This is an optimization exercise on Yosys and OpenROAD, whose aim is small area, a short achievable clock period and few clock cycles per item, not a production implementation. Function was checked by simulation only, so behaviour that the tests miss may differ from the original.

==> fjord <==
==> flow/design.v (excerpt) <==
module filet_enc (
    input  wire        clk,
    input  wire        rst,           
    input  wire        in_valid,
    output reg         in_ready,
    input  wire [19:0] in_data,       
    input  wire        in_eos,        
    input  wire        in_eol,        
    input  wire [1:0]  cfg_depth,     
    input  wire [5:0]  cfg_e,         
    output reg         out_valid,
    input  wire        out_ready,
    output reg  [31:0] out_data,
    output reg         out_last
);
export LEC_CHECK = 0
export CAP_MARGIN = 20
export CORE_MARGIN = 2
export CORE_UTILIZATION = 40
export CTS_BUF_LIST = sky130_fd_sc_hd__clkbuf_4 sky130_fd_sc_hd__clkbuf_8
export CTS_CLUSTER_SIZE = 30
export SLEW_MARGIN = 20
create_clock -name core_clock -period 65.0 [get_ports {clk}]
run.sh (not shown) runs the stock make flow with config.mk's settings and CLKGATE_MAP_FILE= SYNTH_SCRIPT=/design/flow/synth_recipe.tcl, a recipe that flattens the netlist after the stock synthesis.
==> raven: changes against fjord <==
--- a/flow/design.v
+++ b/flow/design.v
@@ -8,17 +8,17 @@
     input  wire        in_eol,        
     input  wire [1:0]  cfg_depth,     
     input  wire [5:0]  cfg_e,         
     output reg         out_valid,
     input  wire        out_ready,
     output reg  [31:0] out_data,
     output reg         out_last
 );
-    localparam N    = 35;             
+    localparam N    = 36;             
     localparam CAP  = 88;             
     integer i, k, i1, i2, i3, k1, k2;
     function [4:0] bits_of;
         input [1:0] d;
         bits_of = (d == 2'd0) ? 5'd10 : (d == 2'd1) ? 5'd12 : 5'd20;
     endfunction
     function ult12;
         input [11:0] a, b;
@@ -96,18 +96,17 @@
                 dxo = -tt[7:0];
             else
                 dxo = dxn[7:0];
             qstep = {adj, dxo};
         end
     endfunction
     reg         rst_q;                
     always @(posedge clk) rst_q <= rst;
-    reg         in_rdy;
-    wire        fire = in_valid & in_rdy & ~rst_q;
+    wire        fire = in_valid & in_ready;
     reg  [5:0]  n_acc;                
     reg         sos_acc;              
     wire        last_in = in_eos | in_eol | (n_acc == 6'd31);
     wire [5:0]  n_acc_1 = n_acc + 6'd1;
     reg  [21:0] drum [0:N-1];         
     reg         synced;               
     reg  [5:0]  wcnt;                 
     reg  [5:0]  nval;                 
@@ -140,40 +139,41 @@
     wire        f0_sg   = f0_D1[20];
     wire [19:0] f0_A    = f0_sg ? f0_D2 : f0_D1[19:0];
     wire [20:0] f0_tx   = f0_top - {1'b0, f0_x};
     reg         fv  [1:5];
     reg         ffi [1:5];
     reg         fla [1:5];
     reg         fso [1:5];
     reg         fsg [1:5];
-    reg         fxl [1:5];            
-    reg         fxh [1:5];            
+    reg         fxl [1:5];
+    reg         fxh [1:5];
     reg  [19:0] faq [1:5];
     reg  [6:0]  fr  [1:5];
     reg  [5:0]  fe  [1:5];
     reg  [1:0]  fd  [1:5];
-    reg  [5:0]  fx6 [1:5];            
+    reg  [5:0]  fx6 [1:5];
+    reg  [5:0]  ft6 [1:5];
     reg  [26:0] fdiv [1:4];
     always @* begin
         for (i1 = 1; i1 <= 4; i1 = i1 + 1)
             fdiv[i1] = drows(faq[i1], fr[i1], {fe[i1], 1'b1});
     end
     reg  signed [7:0] fdxA, fdxB;     
     reg         fpend;                
     wire        dec_vb;               
     reg         dec_now;
     reg         vb_reg;
     wire        vsel = dec_now ? dec_vb : vb_reg;
     wire signed [7:0] f5_dxp = fpend ? (vsel ? fdxB : fdxA) : fdxA;
     wire        f5_new = ffi[5] & ~fso[5];    
     wire [8:0]  f5_resA = qstep(fsg[5], fr[5], (fso[5] & ffi[5]) ? 8'sd0 : f5_dxp,
-                                fe[5], fxl[5], fxh[5], fx6[5], fx6[5]);
+                                fe[5], fxl[5], fxh[5], fx6[5], ft6[5]);
     wire [8:0]  f5_resB = qstep(fsg[5], fr[5], 8'sd0,
-                                fe[5], fxl[5], fxh[5], fx6[5], fx6[5]);
+                                fe[5], fxl[5], fxh[5], fx6[5], ft6[5]);
     reg         f6_v, f6_first, f6_last, f6_sg, f6_new, f6_aA, f6_aB;
     reg  [19:0] f6_Q;
     reg  [1:0]  f6_d;
     wire [19:0] f6_Qp = f6_Q + 20'd1;
     wire [19:0] f6_Qm = f6_Q - 20'd1;
     wire [20:0] f6_u0 = f6_sg ? ((f6_Q == 20'd0) ? 21'd0 : {f6_Qm, 1'b1}) : {f6_Q, 1'b0};
     wire [20:0] f6_u1 = f6_sg ? {f6_Q, 1'b1} : {f6_Qp, 1'b0};
     wire        f6_a  = (f6_new & vsel) ? f6_aB : f6_aA;
@@ -341,49 +341,48 @@
     wire [3:0]  bf_occ  = {1'b0, bf_wp - bf_fp} + {3'd0, f0_v & f0_last};
     wire        room0   = ~bf_occ[3] & ~bf_occ[2];
     wire        room1   = ~bf_occ[3] & ~bf_occ[2] & ~(bf_occ[1] & bf_occ[0]);
     wire        slot_ok = synced ? (~ex_v | consume)
                                  : ((unp == {5'd0, ex_v}) & (~ex_v | mv_up));
     wire [5:0]  nval_0  = nval - {5'd0, consume};
     wire [5:0]  nval_1  = nval_0 + 6'd1;
     wire [5:0]  nval_m  = nval - 6'd1;
-    wire        rdy_nx  = slot_ok & (fire ? (~in_eol & (last_in ? room1 : room0)) : room0);
     always @(posedge clk) begin
         for (i = N-1; i >= 2; i = i - 1)
             drum[i] <= drum[i-1];
-        drum[1] <= in_rdy ? {fire, last_in, in_data} : mv_up ? ex : drum[0];
+        drum[1] <= in_ready ? {in_valid, last_in, in_data} : mv_up ? ex : drum[0];
         drum[0] <= {ex_v & ~consume & ~mv_up, ex[20:0]};
         f0_x     <= in_data;
         f0_d     <= cfg_depth;
         f0_e     <= cfg_e;
         f0_eol   <= in_eol;
         f0_first <= (n_acc == 6'd0);
         f0_last  <= last_in;
         f0_sos   <= sos_acc;
         faq[1] <= f0_A;
         fr[1]  <= 7'd0;
         fsg[1] <= f0_sg;
         fe[1]  <= f0_e; fd[1] <= f0_d;
         ffi[1] <= f0_first; fla[1] <= f0_last; fso[1] <= f0_sos;
         fxl[1] <= (f0_x[19:6] == 14'd0);
         fxh[1] <= (f0_tx[20:6] == 15'd0);
-        fx6[1] <= (f0_tx[20:6] == 15'd0) ? f0_tx[5:0] : f0_x[5:0];
+        fx6[1] <= f0_x[5:0]; ft6[1] <= f0_tx[5:0];
         if (f0_v) begin
             fx_prev <= f0_x;
             if (f0_first) fb_sos <= f0_sos;
         end
         for (i = 1; i <= 4; i = i + 1) begin
             faq[i+1] <= fdiv[i][26:7];
             fr[i+1]  <= fdiv[i][6:0];
             fsg[i+1] <= fsg[i];
             fe[i+1]  <= fe[i]; fd[i+1] <= fd[i];
             ffi[i+1] <= ffi[i]; fla[i+1] <= fla[i]; fso[i+1] <= fso[i];
             fxl[i+1] <= fxl[i]; fxh[i+1] <= fxh[i];
-            fx6[i+1] <= fx6[i];
+            fx6[i+1] <= fx6[i]; ft6[i+1] <= ft6[i];
         end
         f6_Q     <= faq[5];
         f6_sg    <= fsg[5];
         f6_d     <= fd[5];
         f6_first <= ffi[5]; f6_last <= fla[5];
         f6_new   <= f5_new;
         f6_aA    <= f5_resA[8];
         f6_aB    <= f5_resB[8];
@@ -467,21 +466,17 @@
         end else if (ext) begin
             sk_v      <= 1'b1;
         end
         if (rst)
             in_ready <= 1'b0;
         else if (rst_q)
             in_ready <= 1'b1;
         else
-            in_ready <= rdy_nx;
-        if (rst_q)
-            in_rdy <= 1'b1;
-        else
-            in_rdy <= rdy_nx;
+            in_ready <= slot_ok & (fire ? (~in_eol & (last_in ? room1 : room0)) : room0);
         if (rst_q) begin
             for (i = 0; i < N; i = i + 1)
                 drum[i][21] <= 1'b0;
             n_acc     <= 6'd0;
             sos_acc   <= 1'b1;
             synced    <= 1'b1;
             wcnt      <= 6'd0;
             nval      <= 6'd0;
Settings changed: CORE_UTILIZATION 40 to 65, CTS_BUF_LIST sky130_fd_sc_hd__clkbuf_4 sky130_fd_sc_hd__clkbuf_8 to not set, CTS_CLUSTER_SIZE 30 to not set, PLACE_DENSITY set to 0.72.
==> ember: changes against fjord <==
--- a/flow/design.v
+++ b/flow/design.v
@@ -174,84 +174,78 @@
     reg  [1:0]  f6_d;
     wire [19:0] f6_Qp = f6_Q + 20'd1;
     wire [19:0] f6_Qm = f6_Q - 20'd1;
     wire [20:0] f6_u0 = f6_sg ? ((f6_Q == 20'd0) ? 21'd0 : {f6_Qm, 1'b1}) : {f6_Q, 1'b0};
     wire [20:0] f6_u1 = f6_sg ? {f6_Q, 1'b1} : {f6_Qp, 1'b0};
     wire        f6_a  = (f6_new & vsel) ? f6_aB : f6_aA;
     wire [20:0] f6_u  = f6_a ? f6_u1 : f6_u0;
     wire [4:0]  f6_b  = bits_of(f6_d);
-    reg  [11:0] cost [0:20];
-    reg  [6:0]  term [0:20];
+    reg  [10:0] cost [0:20];
+    reg  [5:0]  term [0:20];
     reg  [20:0] ush;
-    reg  [6:0]  cst;
+    reg  [5:0]  cst;
     always @* begin
         for (k1 = 0; k1 <= 20; k1 = k1 + 1) begin
             ush = f6_u >> k1;
             case (f6_d)
             2'd0:    cst = 1 + k1 - 10;
             2'd1:    cst = 1 + k1 - 12;
             default: cst = 1 + k1 - 20;
             endcase
             if ((ush[20:5] == 16'd0) && !(ush[4] & ush[3]))
-                term[k1] = {2'd0, ush[4:0]} + cst;
+                term[k1] = {1'b0, ush[4:0]} + cst;
             else
-                term[k1] = 7'd25;
-            if (!f6_v) term[k1] = 7'd0;
+                term[k1] = 6'd25;
+            if (!f6_v) term[k1] = 6'd0;
         end
     end
-    reg  [11:0] mv [0:20];
+    reg  [10:0] mv [0:20];
     reg  [20:0] gt;
     always @* begin
         for (k2 = 0; k2 <= 20; k2 = k2 + 1) begin
-            mv[k2] = {~cost[k2][11], cost[k2][10:0]};
-            gt[k2] = ~cost[k2][11] & (|cost[k2][10:0]);
+            mv[k2] = {~cost[k2][10], cost[k2][9:0]};
+            gt[k2] = ~cost[k2][10] & (|cost[k2][9:0]);
         end
     end
     assign dec_vb = &gt;
-    reg  [11:0] t1v [0:10];  reg [4:0] t1i [0:10];
-    reg  [11:0] t2v [0:5];   reg [4:0] t2i [0:5];
-    reg  [11:0] t3v [0:2];   reg [4:0] t3i [0:2];
-    reg  [11:0] s3v [0:2];   reg [4:0] s3i [0:2];
-    reg  [11:0] t4v;         reg [4:0] t4i;
+    reg  [10:0] t1v [0:10];  reg [4:0] t1i [0:10];
+    reg  [10:0] t2v [0:5];   reg [4:0] t2i [0:5];
+    reg  [10:0] t3v [0:2];   reg [4:0] t3i [0:2];
+    reg  [10:0] t4v;         reg [4:0] t4i;
     reg  [4:0]  dec_k;
-    reg         dec2;
     always @* begin
         for (i3 = 0; i3 < 10; i3 = i3 + 1) begin
-            if (ult12(mv[2*i3+1], mv[2*i3])) begin t1v[i3] = mv[2*i3+1]; t1i[i3] = 2*i3+1; end
+            if (ult12({1'b0,mv[2*i3+1]}, {1'b0,mv[2*i3]})) begin t1v[i3] = mv[2*i3+1]; t1i[i3] = 2*i3+1; end
             else                      begin t1v[i3] = mv[2*i3];   t1i[i3] = 2*i3;   end
         end
         t1v[10] = mv[20]; t1i[10] = 5'd20;
         for (i3 = 0; i3 < 5; i3 = i3 + 1) begin
-            if (ult12(t1v[2*i3+1], t1v[2*i3])) begin t2v[i3] = t1v[2*i3+1]; t2i[i3] = t1i[2*i3+1]; end
+            if (ult12({1'b0,t1v[2*i3+1]}, {1'b0,t1v[2*i3]})) begin t2v[i3] = t1v[2*i3+1]; t2i[i3] = t1i[2*i3+1]; end
             else                        begin t2v[i3] = t1v[2*i3];   t2i[i3] = t1i[2*i3];   end
         end
         t2v[5] = t1v[10]; t2i[5] = t1i[10];
         for (i3 = 0; i3 < 3; i3 = i3 + 1) begin
-            if (ult12(t2v[2*i3+1], t2v[2*i3])) begin t3v[i3] = t2v[2*i3+1]; t3i[i3] = t2i[2*i3+1]; end
+            if (ult12({1'b0,t2v[2*i3+1]}, {1'b0,t2v[2*i3]})) begin t3v[i3] = t2v[2*i3+1]; t3i[i3] = t2i[2*i3+1]; end
             else                        begin t3v[i3] = t2v[2*i3];   t3i[i3] = t2i[2*i3];   end
         end
-        if (ult12(s3v[1], s3v[0])) begin t4v = s3v[1]; t4i = s3i[1]; end
-        else                 begin t4v = s3v[0]; t4i = s3i[0]; end
-        dec_k = ult12(s3v[2], t4v) ? s3i[2] : t4i;
+        if (ult12({1'b0,t3v[1]}, {1'b0,t3v[0]})) begin t4v = t3v[1]; t4i = t3i[1]; end
+        else                       begin t4v = t3v[0]; t4i = t3i[0]; end
+        dec_k = ult12({1'b0,t3v[2]}, {1'b0,t4v}) ? t3i[2] : t4i;
     end
     reg         rd_first;             
     wire        adv;                  
     wire        bf_avail = (bf_rp != bf_wp);
     wire        consume = synced & ex_v & adv & (~rd_first | bf_avail);
     wire        mv_up = ~synced & ex_v & ~drum[0][21];
-    reg         p0_v, p0_first, p0_last, p0_sos;
-    reg  [1:0]  p0_i;
-    reg  [19:0] p0_x;
-    reg  [5:0]  p0_e;
-    reg  [1:0]  p0_d;
     reg  [19:0] bx_prev;
-    wire [4:0]  p0_b    = bits_of(p0_d);
+    wire [19:0] p0_x    = ex[19:0];
+    wire [4:0]  p0_b    = bits_of(bf_d[bf_rp[1:0]]);
     wire [19:0] p0_half = 20'd1 << (p0_b - 5'd1);
-    wire [19:0] p0_base = (p0_first & p0_sos) ? p0_half : bx_prev;
+    wire [19:0] p0_base = (rd_first & bf_sos[bf_rp[1:0]]) ? p0_half : bx_prev;
     wire [20:0] p0_D1   = {1'b0, p0_x} - {1'b0, p0_base};
     wire [19:0] p0_D2   = p0_base - p0_x;
     wire        p0_sg   = p0_D1[20];
     wire [19:0] p0_A    = p0_sg ? p0_D2 : p0_D1[19:0];
     reg         pv  [1:5];
     reg         pfi [1:5];
     reg         pla [1:5];
     reg         pso [1:5];
@@ -260,31 +254,31 @@
     reg  [19:0] px  [1:5];
     reg  [19:0] paq [1:5];
     reg  [6:0]  pr  [1:5];
     reg  [5:0]  pe  [1:5];
     reg  [1:0]  pd  [1:5];
     reg  [26:0] pdiv [1:4];
     always @* begin
         for (i2 = 1; i2 <= 4; i2 = i2 + 1)
-            pdiv[i2] = drows(paq[i2], pr[i2], {pe[i2], 1'b1});
+            pdiv[i2] = drows(paq[i2], pr[i2], {bf_e[pix[i2]], 1'b1});
     end
     reg  signed [7:0] bdx;            
     reg         pv_reg;               
     reg         p6_v, p6_first, p6_last;
     reg  [1:0]  p6_i;
     reg  [19:0] p6_x;
     reg  [20:0] p6_u;
-    wire [4:0]  p5_b   = bits_of(pd[5]);
+    wire [4:0]  p5_b   = bits_of(bf_d[pix[5]]);
     wire [20:0] p5_top = (21'd1 << p5_b) - 21'd1;
     wire [20:0] p5_tx  = p5_top - {1'b0, px[5]};
     wire        p6_vb  = bf_vb[p6_i];
     wire        prevvb = (p6_v & p6_last) ? p6_vb : pv_reg;
-    wire        p5_rst = pfi[5] & (pso[5] | prevvb);
-    wire [8:0]  p5_res = qstep(psg[5], pr[5], p5_rst ? 8'sd0 : bdx, pe[5],
+    wire        p5_rst = pfi[5] & (bf_sos[pix[5]] | prevvb);
+    wire [8:0]  p5_res = qstep(psg[5], pr[5], p5_rst ? 8'sd0 : bdx, bf_e[pix[5]],
                                (px[5][19:6] == 14'd0), (p5_tx[20:6] == 15'd0),
                                px[5][5:0], p5_tx[5:0]);
     wire [19:0] p5_Q   = paq[5];
     wire [20:0] p5_M   = {1'b0, p5_Q} + {20'd0, p5_res[8]};
     wire [20:0] p5_u   = (p5_M == 21'd0) ? 21'd0 :
                          psg[5] ? ({p5_M[19:0], 1'b0} - 21'd1) : {p5_M[19:0], 1'b0};
     wire [4:0]  p6_k   = bf_k[p6_i];
     wire [4:0]  p6_b   = bits_of(bf_d[p6_i]);
@@ -304,37 +298,39 @@
             p6_F = {1'b0, p6_k}; p6_ZF = {1'b0, p6_k} + 6'd1;
             p6_len = p6_m[5:0] + 6'd1 + {1'b0, p6_k};
             p6_val = p6_u;
         end
     end
     wire [44:0] p6_code = (therm(p6_len) & ~therm(p6_ZF)) |
                           ({24'd0, p6_val} & therm(p6_F));
     wire [10:0] p6_hdr = p6_vb ? 11'd31 : {bf_e[p6_i], p6_k};
-    reg         p7_v, p7_hf, p7_eol;
-    reg  [10:0] p7_hdr;
-    reg  [44:0] p7_code;
-    reg  [5:0]  p7_len;
+    wire        p7_v    = p6_v;
+    wire        p7_hf   = p6_first;
+    wire [10:0] p7_hdr  = p6_hdr;
+    wire [44:0] p7_code = p6_code;
+    wire [5:0]  p7_len  = p6_len;
+    wire        p7_eol  = p6_last & bf_eol[p6_i];
     reg  [CAP-1:0] acc;
     reg  [6:0]  cnt;
     reg  [4:0]  lbits;                
     reg         pad_pend;
     reg         mark_v;               
     reg  [6:0]  mark;                 
     reg         sk_v, sk_last;
     reg  [31:0] sk_data;
     wire [4:0]  padn     = 5'd0 - lbits;
     wire [7:0]  padsum   = {1'b0, cnt} + {3'd0, padn};
     wire        do_pad   = pad_pend & ~mark_v & ~ult12(CAP, {4'd0, padsum});
     wire        ext      = (cnt[6] | cnt[5]) & ~(out_valid & sk_v) & ~do_pad;
     wire [6:0]  cnt_x    = ext ? cnt - 7'd32 : cnt;
     wire [CAP-1:0] word_sh = acc >> (cnt - 7'd32);
     wire        w_last   = mark_v & (cnt - 7'd32 == mark);
     wire [7:0]  need     = {1'b0, cnt_x} + (p7_hf ? 8'd11 : 8'd0) + {2'd0, p7_len};
-    wire        pk_ok    = ~p7_v | (~pad_pend & ~ult12(CAP, {4'd0, need}));
+    wire        pk_ok    = ~p7_v | (bf_dec[p6_i] & ~pad_pend & ~ult12(CAP, {4'd0, need}));
     wire        dec_ok   = ~p6_v | bf_dec[p6_i];
     assign      adv      = pk_ok & dec_ok;
     wire        app      = p7_v & adv;
     wire [CAP-1:0] acc1 = (app & p7_hf) ? {acc[CAP-12:0], p7_hdr} : acc;
     wire [5:0]  sh      = app ? p7_len : (do_pad ? {1'b0, padn} : 6'd0);
     wire [CAP-1:0] acc2 = (acc1 << sh) | (app ? {{(CAP-45){1'b0}}, p7_code} : {CAP{1'b0}});
     wire [6:0]  added   = (app ? ((p7_hf ? 7'd11 : 7'd0) + {1'b0, p7_len}) : 7'd0) +
                           (do_pad ? {2'd0, padn} : 7'd0);
@@ -389,70 +385,50 @@
         f6_aB    <= f5_resB[8];
         if (fv[5]) begin
             fdxA  <= f5_resA[7:0];
             fdxB  <= f5_resB[7:0];
         end else if (fpend & dec_now) begin
             fdxA  <= dec_vb ? fdxB : fdxA;
         end
         for (k = 0; k <= 20; k = k + 1)
-            cost[k] <= ((f6_v & f6_first) ? 12'd0 : cost[k]) + {{5{term[k][6]}}, term[k]};
+            cost[k] <= ((f6_v & f6_first) ? 11'd0 : cost[k]) + {{5{term[k][5]}}, term[k]};
         if (dec_now) vb_reg <= dec_vb;
-        for (k = 0; k < 3; k = k + 1) begin
-            s3v[k] <= t3v[k];
-            s3i[k] <= t3i[k];
-        end
-        if (dec2) begin
-            bf_vb[bf_dp]  <= vb_reg;
+        if (dec_now) begin
+            bf_vb[bf_dp]  <= dec_vb;
             bf_k[bf_dp]   <= dec_k;
             bf_dec[bf_dp] <= 1'b1;
         end
         if (f0_v & f0_last) begin
             bf_e[bf_wp[1:0]]   <= f0_e;
             bf_d[bf_wp[1:0]]   <= f0_d;
             bf_sos[bf_wp[1:0]] <= f0_first ? f0_sos : fb_sos;
             bf_eol[bf_wp[1:0]] <= f0_eol;
             bf_dec[bf_wp[1:0]] <= 1'b0;
         end
         if (adv) begin
-            if (consume) begin
-                p0_x     <= ex[19:0];
-                p0_last  <= ex[20];
-                p0_first <= rd_first;
-                p0_i     <= bf_rp[1:0];
-                p0_e     <= bf_e[bf_rp[1:0]];
-                p0_d     <= bf_d[bf_rp[1:0]];
-                p0_sos   <= bf_sos[bf_rp[1:0]];
-            end
             paq[1] <= p0_A;
             pr[1]  <= 7'd0;
             psg[1] <= p0_sg;
             px[1]  <= p0_x;
-            pe[1]  <= p0_e; pd[1] <= p0_d;
-            pfi[1] <= p0_first; pla[1] <= p0_last; pso[1] <= p0_sos; pix[1] <= p0_i;
-            if (p0_v) bx_prev <= p0_x;
+            pfi[1] <= rd_first; pla[1] <= ex[20]; pix[1] <= bf_rp[1:0];
+            if (consume) bx_prev <= p0_x;
             for (i = 1; i <= 4; i = i + 1) begin
                 paq[i+1] <= pdiv[i][26:7];
                 pr[i+1]  <= pdiv[i][6:0];
                 psg[i+1] <= psg[i];
                 px[i+1]  <= px[i];
-                pe[i+1]  <= pe[i]; pd[i+1] <= pd[i];
-                pfi[i+1] <= pfi[i]; pla[i+1] <= pla[i]; pso[i+1] <= pso[i];
+                pfi[i+1] <= pfi[i]; pla[i+1] <= pla[i];
                 pix[i+1] <= pix[i];
             end
             p6_first <= pfi[5]; p6_last <= pla[5]; p6_i <= pix[5];
             p6_x <= px[5];
             p6_u <= p5_u;
             if (pv[5]) bdx <= p5_res[7:0];
             if (p6_v & p6_last) pv_reg <= p6_vb;
-            p7_hf   <= p6_first;
-            p7_hdr  <= p6_hdr;
-            p7_code <= p6_code;
-            p7_len  <= p6_len;
-            p7_eol  <= p6_last & bf_eol[p6_i];
         end
         acc <= acc2;
         if (ext) begin
             sk_data <= word_sh[31:0];
             sk_last <= w_last;
         end
         if (~out_valid | out_ready) begin
             out_data <= sk_v ? sk_data : word_sh[31:0];
@@ -486,38 +462,35 @@
             wcnt      <= 6'd0;
             nval      <= 6'd0;
             unp       <= 6'd0;
             f0_v      <= 1'b0;
             for (i = 1; i <= 5; i = i + 1) fv[i] <= 1'b0;
             f6_v      <= 1'b0;
             fpend     <= 1'b0;
             dec_now   <= 1'b0;
-            dec2      <= 1'b0;
             bf_wp <= 3'd0; bf_dp <= 2'd0; bf_rp <= 3'd0; bf_fp <= 3'd0;
             rd_first  <= 1'b1;
-            p0_v      <= 1'b0;
             for (i = 1; i <= 5; i = i + 1) pv[i] <= 1'b0;
-            p6_v <= 1'b0; p7_v <= 1'b0;
+            p6_v <= 1'b0;
             pv_reg    <= 1'b0;
             cnt       <= 7'd0;
             lbits     <= 5'd0;
             pad_pend  <= 1'b0;
             mark_v    <= 1'b0;
         end else begin
             n_acc   <= fire ? (last_in ? 6'd0 : n_acc_1) : n_acc;
             if (fire) sos_acc <= in_eos | in_eol;
             f0_v <= fire;
             fv[1] <= f0_v;
             for (i = 1; i <= 4; i = i + 1) fv[i+1] <= fv[i];
             f6_v <= fv[5];
             if (fv[5]) fpend <= f5_new;
             else if (fpend & dec_now) fpend <= 1'b0;
             dec_now <= f6_v & f6_last;
-            dec2    <= dec_now;
             nval <= fire ? nval_1 : nval_0;
             if (synced)
                 unp <= fire ? nval : nval_m;
             else
                 unp <= unp - {5'd0, ex_v};
             if (consume) begin
                 rd_first <= ex[20];
                 if (ex[20]) bf_rp <= bf_rp + 3'd1;
@@ -527,24 +500,22 @@
                     synced <= 1'b0;
                     wcnt   <= N - 1;
                 end
             end else begin
                 wcnt <= wcnt - 6'd1;
                 if (wcnt == 6'd1) synced <= 1'b1;
             end
             if (f0_v & f0_last) bf_wp <= bf_wp + 3'd1;
-            if (dec2) bf_dp <= bf_dp + 2'd1;
+            if (dec_now) bf_dp <= bf_dp + 2'd1;
             if (adv & p6_v & p6_last) bf_fp <= bf_fp + 3'd1;
             if (adv) begin
-                p0_v <= consume;
-                pv[1] <= p0_v;
+                pv[1] <= consume;
                 for (i = 1; i <= 4; i = i + 1) pv[i+1] <= pv[i];
                 p6_v <= pv[5];
-                p7_v <= p6_v;
             end
             cnt   <= cnt_x + added;
             lbits <= lbits + added[4:0];
             if (app & p7_eol) pad_pend <= 1'b1;
             if (do_pad) begin
                 pad_pend <= 1'b0;
                 mark_v   <= 1'b1;
                 mark     <= 7'd0;
Settings changed: CTS_BUF_LIST sky130_fd_sc_hd__clkbuf_4 sky130_fd_sc_hd__clkbuf_8 to not set, CTS_CLUSTER_DIAMETER set to 107, CTS_CLUSTER_SIZE 30 to 24.
==> summary of the runs <==
Between fjord and ember, the lower synthesized cell count is in ember (gap about 1.4%, measured against ember).
Setup slack, lowest first: raven, fjord, ember.
Of raven and fjord, fjord has the higher worst hold slack (gap 0.017 ns).
Routed wire length, highest first: raven, fjord, ember.
Testbench counts of fjord, summed over its fixed seeds: cycles 109,785, samples 109,175.
Testbench counts of raven, summed over its fixed seeds: cycles 109,793, samples 109,175.
Testbench counts of ember, summed over its fixed seeds: cycles 109,769, samples 109,175.

==> port drivers added, routing unchanged <==
The flow's constraints put no driver on any port. The routed layouts listed below were extracted and timed again, unchanged, in two steps.
Step 1 sets driving cells, clkbuf_16 on the clock port and buf_2 on the other inputs (assumed; they add their load-dependent delay and slew).
Step 2 times the ports against the registers' clock, not the clock port: input delays grow and output delays shrink by t, the midpoint of the rising clock arrivals with the driver on.
Three values: no drivers, after step 1, after step 2; two values: the first two.
| run | t, ns | setup WS [ns] | worst data-port slew with drivers (ns) | pins driven straight from the clock port |
|---|---|---|---|---|
| fjord | 1.074 | 49.984 / 49.898 / 49.344 | 0.25 | 1 |
| raven | 0.970 | 49.403 / 49.309 / 50.228 | 0.07 | 1 |
| ember | 0.886 | 50.160 / 50.069 / 49.729 | 0.06 | 1 |
After both steps setup and hold are still met in every run listed. For fjord, which loses most, drivers alone change the setup slack by -0.086 ns; drivers and shift together by -0.640 ns.
